This design comes from an exercise in tuning for small area on the open sky130 flow, not from production work.
Function was checked by simulation only, so behaviour that the tests miss may differ from the original.

Setup of the reference run:
## heddle_pixel
module heddle_pixel (
    input  wire        clk,
    input  wire        rst,
    input  wire        in_valid,
    input  wire [15:0] in_x,
    input  wire [15:0] in_dark,
    input  wire [15:0] in_gain,
    input  wire [15:0] in_shade,
    input  wire [15:0] in_pg,
    input  wire [6:0]  in_lin,
    input  wire        in_rchk,
    input  wire [1:0]  in_range,
    input  wire [15:0] cfg_dig_hi,
    input  wire [15:0] cfg_dig_lo,
    input  wire [2:0]  cfg_format,
    input  wire [3:0]  cfg_rshift,
    input  wire [15:0] cfg_out_ofs,
    input  wire        cfg_range_force,
    output wire [17:0] lin_rd_addr,
    input  wire [15:0] lin_rd_p0,
    input  wire [15:0] lin_rd_p1,
    output reg         out_valid,
    output reg  [23:0] out_y3,
    output reg  [31:0] out_code,
    output reg  [1:0]  out_range,
    output reg         out_clip_gain,
    output reg         out_clip_pack
);
Size in the first run: about 3800 cells after synthesis, about 190 flip-flops, ~260 I/O pins, ~0.033 sq mm of cells after synthesis.
==> flow/config.mk <==
export PLATFORM = sky130hd
export DESIGN_NAME = heddle_pixel
export DESIGN_NICKNAME = heddle_pixel
export VERILOG_FILES = /design/flow/design.v
export SDC_FILE = /design/flow/constraint.sdc
export NUM_CORES = 4
export LEC_CHECK = 0
export ABC_AREA = 1
export CAP_MARGIN = 20
export CORE_MARGIN = 2
export CORE_UTILIZATION = 40
export SLEW_MARGIN = 20
export SYNTH_HIERARCHICAL = 1
export SYNTH_MINIMUM_KEEP_SIZE = 0
==> flow/constraint.sdc <==
create_clock -name core_clock -period 13.0 [get_ports {clk}]
set_input_delay 2.6000 -clock core_clock [delete_from_list [all_inputs] [get_ports {clk}]]
set_output_delay 2.6000 -clock core_clock [all_outputs]
set_load 0.01 [all_outputs]
standard.sh (not shown) runs the stock make flow with config.mk's settings and CLKGATE_MAP_FILE= SYNTH_SCRIPT=/design/flow/synth_recipe.tcl, a recipe that flattens the netlist after the stock synthesis.
==> flow/flow/run.sh <==
#!/bin/bash
# The standard layout (the standard.sh, standard synthesis unchanged),
# with the port buffers that placement inserts made from buf_1 cells.
set -euo pipefail
bash standard.sh "BUFFER_PORTS_ARGS=-buffer_cell sky130_fd_sc_hd__buf_1" finish > standard.log 2>&1
### the reference run -> the trial run
# the reference run
export LEC_CHECK = 0
export ABC_AREA = 1
export CAP_MARGIN = 20
export CORE_MARGIN = 2
export CORE_UTILIZATION = 40
export SLEW_MARGIN = 20
export SYNTH_HIERARCHICAL = 1
export SYNTH_MINIMUM_KEEP_SIZE = 0
create_clock -name core_clock -period 13.0 [get_ports {clk}]
# the trial run
export LEC_CHECK = 0
export ABC_AREA = 1
export CAP_MARGIN = 20
export CORE_MARGIN = 2
export CORE_UTILIZATION = 40
export CTS_CLUSTER_DIAMETER = 100
export CTS_CLUSTER_SIZE = 40
export SLEW_MARGIN = 20
export SYNTH_HIERARCHICAL = 1
export SYNTH_MINIMUM_KEEP_SIZE = 0
create_clock -name core_clock -period 13.0 [get_ports {clk}]
Results
- In terms of count of clock-buffer cells in the layout, the trial run and the reference run differ only marginally.
- The trial run -> the reference run: final cell count delta 0, exact match
- Re filler cell count: no difference whatsoever between the reference run and the trial run.

========
heddle_pixel, a different RTL version from the one above (not shown whole).
Size in the first run: ~3700 cells after synthesis, about 190 flip-flops.
==> flow/config.mk <==
export PLATFORM = sky130hd
export DESIGN_NAME = heddle_pixel
export DESIGN_NICKNAME = heddle_pixel
export VERILOG_FILES = /design/flow/design.v
export SDC_FILE = /design/flow/constraint.sdc
export NUM_CORES = 4
export LEC_CHECK = 0
export ABC_AREA = 1
export CAP_MARGIN = 20
export CORE_MARGIN = 2
export CORE_UTILIZATION = 40
export CTS_BUF_LIST = sky130_fd_sc_hd__clkbuf_8 sky130_fd_sc_hd__clkbuf_16
export CTS_CLUSTER_DIAMETER = 40
export CTS_CLUSTER_SIZE = 10
export SLEW_MARGIN = 20
export SYNTH_HIERARCHICAL = 1
export SYNTH_MINIMUM_KEEP_SIZE = 0
==> flow/constraint.sdc <==
create_clock -name core_clock -period 13.0 [get_ports {clk}]
set_input_delay 2.6000 -clock core_clock [delete_from_list [all_inputs] [get_ports {clk}]]
set_output_delay 2.6000 -clock core_clock [all_outputs]
set_load 0.01 [all_outputs]
Scripts as last shown in full above: flow/flow/run.sh
The first run finished with timing, DRC and antenna clean.
Next try:
CTS_BUF_LIST = default   (was sky130_fd_sc_hd__clkbuf_8 sky130_fd_sc_hd__clkbuf_16)
CTS_CLUSTER_DIAMETER = default   (was 40)
CTS_CLUSTER_SIZE = default   (was 10)
- The new run completed without violations
- design area does not change
- sequential share of layout area stays the same
- worst setup slack stays the same
- synthesized area stays the same
- wire length stays the same
- core utilization does not change

[afterwards: timing with drivers on the ports]
The results above use ideal ports. As a check the final layouts listed here were re-extracted and re-timed, cells and wires unchanged.
Step 1 (the two cells are an assumption about what drives the block):
set clk [get_ports {clk}]
set_driving_cell -lib_cell sky130_fd_sc_hd__clkbuf_16 $clk
set_driving_cell -lib_cell sky130_fd_sc_hd__buf_2 [delete_from_list [all_inputs] $clk]
Step 2 moves the port delays by t, midway between the first and last clock arrival at a register: inputs arrive t later, outputs are due t later. That takes back most of the time a late clock gives input paths.
a / b / c = ideal ports / drivers / drivers and shift; a / b = the first two.
| run | shift t [ns] | setup slack, ns | latest minus earliest clock arrival (ns) | worst data-port slew with drivers (ns) |
|---|---|---|---|---|
| the reference run | 0.551 | 0.757 / 0.737 / 0.737 | 0.030 / 0.029 | 0.08 |
| the trial run | 0.551 | 0.757 / 0.737 / 0.737 | 0.030 / 0.029 | 0.08 |
| the first run of note 2 | 0.564 | 0.739 / 0.718 / 0.718 | 0.025 / 0.025 | 0.06 |
| the second run of note 2 | 0.564 | 0.739 / 0.718 / 0.718 | 0.025 / 0.025 | 0.06 |
After both steps every run listed still meets setup and hold.
